This design comes from an exercise in tuning for small area and a short achievable clock period on the open sky130 flow, not from production work. At most, simulation tests tie the RTL to the original design; equivalence was not proved. Power figures rest on the tool's default switching activity, not on a simulated workload.

==> exp/juniper <==
==> flow/design.v <==
module zasyn_rx (
    input  wire        clk,
    input  wire        rst,           
    input  wire [1:0]  pol_mode,      
    input  wire        in_valid,
    input  wire [1:0]  in_hdr,        
    input  wire [63:0] in_data,       
    output reg         o_valid,
    output reg  [1:0]  o_kind,        
    output reg  [63:0] o_data,
    output wire [9:0]  o_row,
    output wire [6:0]  o_blk,
    output reg         o_hdr_err,
    output reg         o_bip_valid,
    output reg  [4:0]  o_bip_errs,
    output reg         frame_lock,
    output reg         lom,
    output reg         pol_inv,
    output wire [6:0]  exp_mfi,
    output wire [6:0]  exp_sfi,
    output wire [2:0]  cand_cnt,
    output wire [15:0] cnt_missing,
    output wire [15:0] cnt_moves,
    output wire [15:0] cnt_ignored,
    output wire [15:0] cnt_disagree,
    output wire [15:0] cnt_hdr_err,
    output wire [15:0] cnt_bip
);
    localparam [13:0] SM_BROKEN = {7'd127, 7'd0};    
    localparam [31:0] FAB_HEAD  = 32'h3CA65BC3;       
    localparam [63:0] TI0 = 64'hA0215C0C00000000;
    localparam [63:0] TI1 = 64'h34848B1100000000;
    localparam [63:0] TI2 = 64'h4143B81800000000;
    localparam [63:0] TI3 = 64'h601F340400000000;
    localparam [63:0] TI4 = 64'h6808172300000000;
    localparam [63:0] TI5 = 64'hD0102E4600000000;
    localparam [63:0] TI6 = 64'h02FBA02100000000;
    localparam [63:0] TI7 = 64'h06A47E0200000000;
    localparam [7:0]  TK_N = 8'h77;
    localparam [7:0]  TK_I = 8'h79;
    function [13:0] mf_next;
        input [13:0] sm;    
        begin
            if (sm[6:0] == 7'd127)
                mf_next = {(sm[13:7] == 7'd124) ? 7'd0 : sm[13:7] + 7'd1, 7'd0};
            else
                mf_next = {sm[13:7], sm[6:0] + 7'd1};
        end
    endfunction
    function [2:0] pc4;
        input [3:0] x;
        begin
            case (x)
                4'b0000:                                     pc4 = 3'd0;
                4'b0001, 4'b0010, 4'b0100, 4'b1000:          pc4 = 3'd1;
                4'b0111, 4'b1011, 4'b1101, 4'b1110:          pc4 = 3'd3;
                4'b1111:                                     pc4 = 3'd4;
                default:                                     pc4 = 3'd2;
            endcase
        end
    endfunction
    function tag_ok;
        input [7:0] t;
        begin
            case (t[5:4])
                2'b00:   tag_ok = (t[7:6] == 2'd0);
                2'b01:   tag_ok = !t[7];
                2'b10:   tag_ok = 1'b1;
                default: tag_ok = 1'b0;
            endcase
        end
    endfunction
    reg  [57:0] q;
    wire [63:0] dsc;
    wire [57:0] q_nx;
    genvar gi;
    generate
        for (gi = 0; gi < 64; gi = gi + 1) begin : g_dsc
            if (gi < 39)
                assign dsc[gi] = in_data[gi] ^ q[gi];
            else if (gi < 58)
                assign dsc[gi] = in_data[gi] ^ in_data[gi-39] ^ q[gi];
            else
                assign dsc[gi] = in_data[gi] ^ in_data[gi-39] ^ in_data[gi-58];
        end
        for (gi = 0; gi < 58; gi = gi + 1) begin : g_q
            if (gi < 39)
                assign q_nx[gi] = in_data[6+gi] ^ in_data[25+gi];
            else
                assign q_nx[gi] = in_data[6+gi];
        end
    endgenerate
    wire [63:0] e;
    generate
        for (gi = 0; gi < 64; gi = gi + 1) begin : g_e
            if (gi < 32 || gi == 39)
                assign e[gi] = 1'b0;
            else if (gi < 39)
                assign e[gi] = in_data[gi] ^ q[gi];
            else if (gi < 58)
                assign e[gi] = in_data[gi] ^ q[gi] ^ q[gi-39] ^ FAB_HEAD[gi-39];
            else
                assign e[gi] = in_data[gi] ^ q[gi-39] ^ q[gi-58] ^
                               FAB_HEAD[gi-39] ^ FAB_HEAD[gi-58];
        end
    endgenerate
    wire [7:0] tsyn = {^(e & TI7), ^(e & TI6), ^(e & TI5), ^(e & TI4),
                       ^(e & TI3), ^(e & TI2), ^(e & TI1), ^(e & TI0)};
    wire fab_any = !(in_data[39] ^ q[39] ^ q[0] ^ FAB_HEAD[0]) &&
                   (e[47:40] <= 8'd124) && tag_ok(e[55:48]);
    wire pat_n = (dsc[31:0] == FAB_HEAD) && (tsyn == TK_N);
    wire pat_i = (dsc[31:0] == ~FAB_HEAD) && (tsyn == TK_I);
    wire hdr_c = in_hdr == 2'b10;
    wire hdr_d = in_hdr == 2'b01;
    wire fab   = fab_any && ((hdr_c && pat_n) || (hdr_d && pat_i));
    wire fform = in_hdr[0];            
    reg [16:0] bc;                     
    reg [3:0]  c_v;
    reg [16:0] c_pos [0:3];
    reg [3:0]  c_form;                 
    reg [3:0]  c_f;                    
    reg [13:0] r0;
    reg [13:0] r1;
    reg [15:0] r2;
    reg [15:0] r3;
    reg [9:0]  row;                    
    reg [6:0]  blk;
    reg [1:0]  miss_run;
    reg [1:0]  dis_run;
    reg        prev_ok;
    reg        bip_prev_ok;
    reg [15:0] a_missing, a_moves, a_ignored, a_disagree, a_hdr_err, a_bip;
    reg        e_missing, e_moves, e_ignored, e_disagree;
    assign o_row = row;
    assign o_blk = blk;
    assign {exp_sfi, exp_mfi} = r0;
    assign cand_cnt = {2'b00, c_v[0]} + {2'b00, c_v[1]} +
                      {2'b00, c_v[2]} + {2'b00, c_v[3]};
    assign cnt_missing  = a_missing  + {15'd0, e_missing};
    assign cnt_moves    = a_moves    + {15'd0, e_moves};
    assign cnt_ignored  = a_ignored  + {15'd0, e_ignored};
    assign cnt_disagree = a_disagree + {15'd0, e_disagree};
    assign cnt_hdr_err  = a_hdr_err  + {15'd0, o_valid && o_kind == 2'd1 && o_hdr_err};
    assign cnt_bip      = a_bip      + {11'd0, o_bip_errs & {5{o_bip_valid}}};
    wire auto_pol = pol_mode[1] == pol_mode[0];
    wire allow    = fform ? ((pol_mode == 2'd2) || (auto_pol && (!frame_lock ||  pol_inv)))
                          : ((pol_mode == 2'd1) || (auto_pol && (!frame_lock || !pol_inv)));
    wire       blk_wrap = (blk == 7'd96);
    wire       row_wrap = (row == 10'd999);
    wire [6:0] nblk     = blk_wrap ? 7'd0 : blk + 7'd1;
    wire [9:0] nrow     = blk_wrap ? (row_wrap ? 10'd0 : row + 10'd1) : row;
    wire       at_lock  = frame_lock && row_wrap && blk_wrap;
    wire       at_bip   = blk_wrap && (row == 10'd0);
    wire       lk_fab   = fab && (fform == pol_inv);
    wire [1:0] lk_hdr   = in_hdr ^ {2{pol_inv}};
    wire [3:0] hit;
    generate
        for (gi = 0; gi < 4; gi = gi + 1) begin : g_hit
            assign hit[gi] = c_v[gi] && (c_pos[gi] == bc);
        end
    endgenerate
    wire [3:0] fsel = {c_v[2:0] == 3'b111 && !c_v[3], c_v[1:0] == 2'b11 && !c_v[2],
                       c_v[0] && !c_v[1], !c_v[0]};
    wire hit_any  = |hit;
    wire free_any = !(&c_v);
    wire h_form   = |(hit & c_form);
    wire h_f      = |(hit & c_f);
    wire h_ok     = fab && (fform == h_form);
    wire h_take   = hit_any && h_ok && h_f;           
    wire h_lock   = h_take && !frame_lock;
    wire h_move   = h_take &&  frame_lock;
    wire start    = fab && allow && !hit_any && !at_lock;
    wire        psel  = frame_lock ? pol_inv : (hit_any ? h_form : fform);
    wire [13:0] wsm   = {e[46:40], dsc[38:32] ^ {7{psel}}};
    wire [13:0] wnx   = mf_next(wsm);
    wire [13:0] exp_next = mf_next(r0);
    wire [13:0] cmp_a = ({14{frame_lock}} & exp_next) |
                        ({14{!frame_lock && hit[0]}} & r0) |
                        ({14{!frame_lock && hit[1]}} & r1) |
                        ({14{!frame_lock && hit[2]}} & r2[13:0]) |
                        ({14{!frame_lock && hit[3]}} & r3[13:0]);
    wire        match_a = (wsm == cmp_a);
    wire        h_cons  = match_a;
    wire        agree   = match_a;
    wire        lom_clr = prev_ok && (wsm == r1);
    wire        lof      = at_lock && !lk_fab && (miss_run == 2'd3);
    wire        miss_evt = at_lock && !lk_fab;
    wire [15:0] blk_bip = {dsc[7:0],   dsc[15:8]}  ^ {dsc[23:16], dsc[31:24]} ^
                          {dsc[39:32], dsc[47:40]} ^ {dsc[55:48], dsc[63:56]};
    wire [15:0] bip_diff = r3 ^ {dsc[15:8], dsc[23:16]};
    wire [2:0]  pc_0 = pc4(bip_diff[3:0]);
    wire [2:0]  pc_1 = pc4(bip_diff[7:4]);
    wire [2:0]  pc_2 = pc4(bip_diff[11:8]);
    wire [2:0]  pc_3 = pc4(bip_diff[15:12]);
    wire [4:0]  bip_pop = ({2'b00, pc_0} + {2'b00, pc_1}) + ({2'b00, pc_2} + {2'b00, pc_3});
    wire oh_good = (lk_hdr == 2'b10) && (dsc[7:0] == (pol_inv ? 8'h69 : 8'h96));
    wire [13:0] c_wr = (hit_any && !h_cons) ? SM_BROKEN : wnx;
    always @(posedge clk) begin
        o_data     <= dsc ^ {64{psel}};
        o_hdr_err  <= (lk_hdr != 2'b01);
        o_bip_errs <= bip_pop;
        if (h_take)
            o_kind <= 2'd2;
        else if (frame_lock && !lof) begin
            if (!blk_wrap)
                o_kind <= 2'd1;
            else if (row_wrap)
                o_kind <= lk_fab ? 2'd2 : 2'd3;
            else
                o_kind <= oh_good ? 2'd2 : 2'd3;
        end else
            o_kind <= 2'd0;
    end
    integer k;
    always @(posedge clk) begin
        if (in_valid) begin
            for (k = 0; k < 4; k = k + 1) begin
                if (!c_v[k]) begin
                    c_pos[k]  <= bc;
                    c_form[k] <= fform;
                end
                c_f[k] <= miss_evt || (hit[k] && h_ok && !frame_lock) ||
                          (c_f[k] && !h_move && !(start && fsel[k]));
            end
            row <= h_take ? 10'd0 : nrow;
            blk <= h_take ? 7'd0  : nblk;
            if (h_take) begin
                pol_inv     <= h_form;
                miss_run    <= 2'd0;
                dis_run     <= 2'd0;
                prev_ok     <= 1'b1;
                bip_prev_ok <= 1'b0;
                r0          <= wsm;
                r1          <= wnx;
                r2          <= {16{h_form}};
            end else if (frame_lock) begin
                if (at_lock) begin
                    r3          <= r2;
                    bip_prev_ok <= 1'b1;
                    r2          <= {16{pol_inv}};
                    prev_ok     <= lk_fab;
                    if (!lk_fab) begin
                        miss_run <= miss_run + 2'd1;
                        r0       <= exp_next;
                    end else begin
                        miss_run <= 2'd0;
                        r1       <= wnx;
                        if (lom && lom_clr)
                            r0 <= wsm;
                        else
                            r0 <= exp_next;
                        if (!lom) begin
                            if (agree || dis_run == 2'd2)
                                dis_run <= 2'd0;
                            else
                                dis_run <= dis_run + 2'd1;
                        end else if (lom_clr) begin
                            dis_run <= 2'd0;
                        end
                    end
                end else if (!blk_wrap) begin
                    r2 <= r2 ^ blk_bip;
                end
            end else begin
                if (!c_v[0] || hit[0]) r0       <= c_wr;
                if (!c_v[1] || hit[1]) r1       <= c_wr;
                if (!c_v[2] || hit[2]) r2[13:0] <= c_wr;
                if (!c_v[3] || hit[3]) r3[13:0] <= c_wr;
            end
        end
    end
    always @(posedge clk) begin
        if (rst) begin
            q           <= 58'd0;
            bc          <= 17'd0;
            c_v         <= 4'd0;
            frame_lock  <= 1'b0;
            lom         <= 1'b0;
            o_valid     <= 1'b0;
            o_bip_valid <= 1'b0;
            e_missing   <= 1'b0;
            e_moves     <= 1'b0;
            e_ignored   <= 1'b0;
            e_disagree  <= 1'b0;
            a_missing   <= 16'd0;
            a_moves     <= 16'd0;
            a_ignored   <= 16'd0;
            a_disagree  <= 16'd0;
            a_hdr_err   <= 16'd0;
            a_bip       <= 16'd0;
        end else begin
            o_valid     <= in_valid;
            o_bip_valid <= in_valid && frame_lock && !h_take && at_bip && oh_good && bip_prev_ok;
            e_missing   <= in_valid && miss_evt;
            e_moves     <= in_valid && h_move;
            e_ignored   <= in_valid && start && !free_any;
            e_disagree  <= in_valid && at_lock && lk_fab && !agree;
            a_missing   <= cnt_missing;
            a_moves     <= cnt_moves;
            a_ignored   <= cnt_ignored;
            a_disagree  <= cnt_disagree;
            a_hdr_err   <= cnt_hdr_err;
            a_bip       <= cnt_bip;
            if (in_valid) begin
                q  <= q_nx;
                bc <= (bc == 17'd96999) ? 17'd0 : bc + 17'd1;
                if (h_lock || lof)
                    c_v <= 4'd0;
                else
                    for (k = 0; k < 4; k = k + 1)
                        if (hit[k])
                            c_v[k] <= h_ok && !c_f[k];
                        else if (start && fsel[k])
                            c_v[k] <= 1'b1;
                if (h_take)
                    frame_lock <= 1'b1;
                else if (lof)
                    frame_lock <= 1'b0;
                if (h_lock)
                    lom <= !h_cons;
                else if (lof)
                    lom <= 1'b0;
                else if (at_lock && lk_fab) begin
                    if (!lom && !agree && dis_run == 2'd2)
                        lom <= 1'b1;
                    else if (lom && lom_clr)
                        lom <= 1'b0;
                end
            end
        end
    end
endmodule
==> flow/flow/run.sh <==
#!/bin/bash
# Layout flow: the standard flow (standard.sh, standard synthesis) with
# every port buffered by sky130_fd_sc_hd__buf_1 instead of the buffer
# buffer_ports picks by default. The make output goes to flow_make.log here;
# ORFS's own per-step logs are under orfs/logs/.
set -euo pipefail
bash standard.sh "BUFFER_PORTS_ARGS=-buffer_cell sky130_fd_sc_hd__buf_1" finish > flow_make.log 2>&1
==> flow/standard.sh <==
#!/bin/bash
# synth_recipe.tcl (not shown) runs the flow's synth.tcl, then flattens the netlist and writes it again
# the make line also repeats each setting of config.mk as NAME=value (left out here)
make -C /OpenROAD-flow-scripts/flow DESIGN_CONFIG=/design/flow/config.mk WORK_HOME=/design/flow/orfs CLKGATE_MAP_FILE= SYNTH_SCRIPT=/design/flow/synth_recipe.tcl "${@:-finish}"
==> flow/config.mk <==
export PLATFORM = sky130hd
export DESIGN_NAME = zasyn_rx
export DESIGN_NICKNAME = zasyn_rx
export VERILOG_FILES = /design/flow/design.v
export SDC_FILE = /design/flow/constraint.sdc
export NUM_CORES = 4
export LEC_CHECK = 0
export CAP_MARGIN = 20
export CORE_MARGIN = 2
export CORE_UTILIZATION = 60
export CTS_CLUSTER_DIAMETER = 80
export CTS_CLUSTER_SIZE = 25
export PLACE_DENSITY = 0.75
export SETUP_SLACK_MARGIN = 5
export SLEW_MARGIN = 20
==> flow/constraint.sdc <==
create_clock -name core_clock -period 10.0 [get_ports {clk}]
set_input_delay 2.0000 -clock core_clock [delete_from_list [all_inputs] [get_ports {clk}]]
set_output_delay 2.0000 -clock core_clock [all_outputs]
set_load 0.01 [all_outputs]
==> inputs of exp/xenon, as changes to exp/juniper <==
--- a/flow/design.v
+++ b/flow/design.v
@@ -31,11 +31,19 @@
     localparam [63:0] TI0 = 64'hA0215C0C00000000;
+    localparam [57:0] TQ0 = 58'h0215C0C01404290;
     localparam [63:0] TI1 = 64'h34848B1100000000;
+    localparam [57:0] TQ1 = 58'h0848B110069091B;
     localparam [63:0] TI2 = 64'h4143B81800000000;
+    localparam [57:0] TQ2 = 58'h143B81800828760;
     localparam [63:0] TI3 = 64'h601F340400000000;
+    localparam [57:0] TQ3 = 58'h01F340400C03E70;
     localparam [63:0] TI4 = 64'h6808172300000000;
+    localparam [57:0] TQ4 = 58'h008172300D01034;
     localparam [63:0] TI5 = 64'hD0102E4600000000;
+    localparam [57:0] TQ5 = 58'h0102E4601A02068;
     localparam [63:0] TI6 = 64'h02FBA02100000000;
+    localparam [57:0] TQ6 = 58'h2FBA0210005F740;
     localparam [63:0] TI7 = 64'h06A47E0200000000;
-    localparam [7:0]  TK_N = 8'h77;
-    localparam [7:0]  TK_I = 8'h79;
+    localparam [57:0] TQ7 = 58'h2A47E02000D48FD;
+    localparam [7:0]  TK_N = 8'h58;
+    localparam [7:0]  TK_I = 8'h56;
     function [13:0] mf_next;
@@ -92,25 +100,17 @@
     endgenerate
-    wire [63:0] e;
-    generate
-        for (gi = 0; gi < 64; gi = gi + 1) begin : g_e
-            if (gi < 32 || gi == 39)
-                assign e[gi] = 1'b0;
-            else if (gi < 39)
-                assign e[gi] = in_data[gi] ^ q[gi];
-            else if (gi < 58)
-                assign e[gi] = in_data[gi] ^ q[gi] ^ q[gi-39] ^ FAB_HEAD[gi-39];
-            else
-                assign e[gi] = in_data[gi] ^ q[gi-39] ^ q[gi-58] ^
-                               FAB_HEAD[gi-39] ^ FAB_HEAD[gi-58];
-        end
-    endgenerate
-    wire [7:0] tsyn = {^(e & TI7), ^(e & TI6), ^(e & TI5), ^(e & TI4),
-                       ^(e & TI3), ^(e & TI2), ^(e & TI1), ^(e & TI0)};
-    wire fab_any = !(in_data[39] ^ q[39] ^ q[0] ^ FAB_HEAD[0]) &&
-                   (e[47:40] <= 8'd124) && tag_ok(e[55:48]);
-    wire pat_n = (dsc[31:0] == FAB_HEAD) && (tsyn == TK_N);
-    wire pat_i = (dsc[31:0] == ~FAB_HEAD) && (tsyn == TK_I);
+    wire [7:0] tsyn = {^(in_data & TI7) ^ ^(q & TQ7),
+                       ^(in_data & TI6) ^ ^(q & TQ6),
+                       ^(in_data & TI5) ^ ^(q & TQ5),
+                       ^(in_data & TI4) ^ ^(q & TQ4),
+                       ^(in_data & TI3) ^ ^(q & TQ3),
+                       ^(in_data & TI2) ^ ^(q & TQ2),
+                       ^(in_data & TI1) ^ ^(q & TQ1),
+                       ^(in_data & TI0) ^ ^(q & TQ0)};
+    wire pat_n = (dsc[31:0] == FAB_HEAD) && !dsc[39] &&
+                 (dsc[47:40] <= 8'd124) && tag_ok(dsc[55:48]) && (tsyn == TK_N);
+    wire pat_i = (dsc[31:0] == ~FAB_HEAD) && dsc[39] &&
+                 (~dsc[47:40] <= 8'd124) && tag_ok(~dsc[55:48]) && (tsyn == TK_I);
     wire hdr_c = in_hdr == 2'b10;
     wire hdr_d = in_hdr == 2'b01;
-    wire fab   = fab_any && ((hdr_c && pat_n) || (hdr_d && pat_i));
+    wire fab   = (hdr_c && pat_n) || (hdr_d && pat_i);
     wire fform = in_hdr[0];            
@@ -173,3 +173,3 @@
     wire        psel  = frame_lock ? pol_inv : (hit_any ? h_form : fform);
-    wire [13:0] wsm   = {e[46:40], dsc[38:32] ^ {7{psel}}};
+    wire [13:0] wsm   = {dsc[46:40], dsc[38:32]} ^ {14{psel}};
     wire [13:0] wnx   = mf_next(wsm);
--- a/flow/config.mk
+++ b/flow/config.mk
@@ -9,6 +9,4 @@
 export CORE_MARGIN = 2
-export CORE_UTILIZATION = 60
-export CTS_CLUSTER_DIAMETER = 80
-export CTS_CLUSTER_SIZE = 25
-export PLACE_DENSITY = 0.75
+export CORE_UTILIZATION = 40
+export PLACE_DENSITY = 0.6
 export SETUP_SLACK_MARGIN = 5
==> comparison <==
Of exp/juniper and exp/xenon, exp/xenon has the higher combinational power (gap about 3%, measured against exp/xenon). Against exp/xenon, the register-to-register slack of exp/juniper is worse by 0.17 ns. In exp/xenon the die area is larger than in exp/juniper, by about 50%. Critical path depth is the same in exp/juniper and exp/xenon. Of exp/xenon and exp/juniper, exp/juniper has the higher sequential share of layout area (gap 0.99 points). In exp/juniper the synthesized cell count is lower than in exp/xenon, by about 0.65%. Between exp/xenon and exp/juniper, the lower clock skew is in exp/juniper (gap 0.0099 ns).
==> figures <==
Proportion of synthesized area in mux cells: exp/xenon 0.0150; exp/juniper 0.0124
Fmax: exp/xenon 199 MHz; exp/juniper 187 MHz
Status: exp/xenon finished clean; exp/juniper finished clean
Synth Area in Adders: exp/xenon 0.0322; exp/juniper 0.0357
Buffering overhead: exp/xenon 0.0619; exp/juniper 0.0752
Insertion delay to the later sink of the worst-skew pair: exp/xenon 0.61 ns; exp/juniper 0.59 ns
Met1 Track Usage GR: exp/xenon 0.358; exp/juniper 0.467
Buffers outside the clock class: exp/xenon 352; exp/juniper 379
Clock-pin slew on the worst setup and hold paths: exp/xenon 0.06 ns; exp/juniper 0.10 ns
Via-to-Cell Ratio: exp/xenon 5.48; exp/juniper 6.03
Hold wc startpoint: exp/xenon q[57]; exp/juniper q[29]
Worst Hold End: exp/xenon q[57]; exp/juniper q[29]
Worst clock skew: exp/xenon 0.0409 ns; exp/juniper 0.0310 ns
Post-synthesis simple-gate area fraction: exp/xenon 0.172; exp/juniper 0.159
Worst R2R Start: exp/xenon bc[13]; exp/juniper bc[6]
Function not checked in exp/juniper: the RTL went through the layout flow alone.

[re-timing with driven ports]
The results above use ideal ports. As a check the final layouts listed here were re-extracted and re-timed, cells and wires unchanged. Step 1 sets driving cells, clkbuf_16 on the clock port and buf_2 on the other inputs (assumed; they add their load-dependent delay and slew). Step 2 also shifts input and output timing later by t, the mid clock arrival at the registers, as if the neighbouring blocks saw the same clock. Slacks: ideal / step 1 / step 2; pairs: ideal / step 1.
run	shift t [ns]	slack for setup (ns)	worst setup path at the end	slew at the worst register clock pin (ns)
exp/juniper	0.631	4.666 / 4.685 / 4.054	input to register	0.11 / 0.11
exp/xenon	0.649	4.977 / 5.013 / 4.364	input to register	0.07 / 0.07
After both steps setup and hold are still met in every run listed. The setup slack of exp/xenon, which loses most, moves by +0.036 ns with the drivers and by -0.613 ns with both steps.
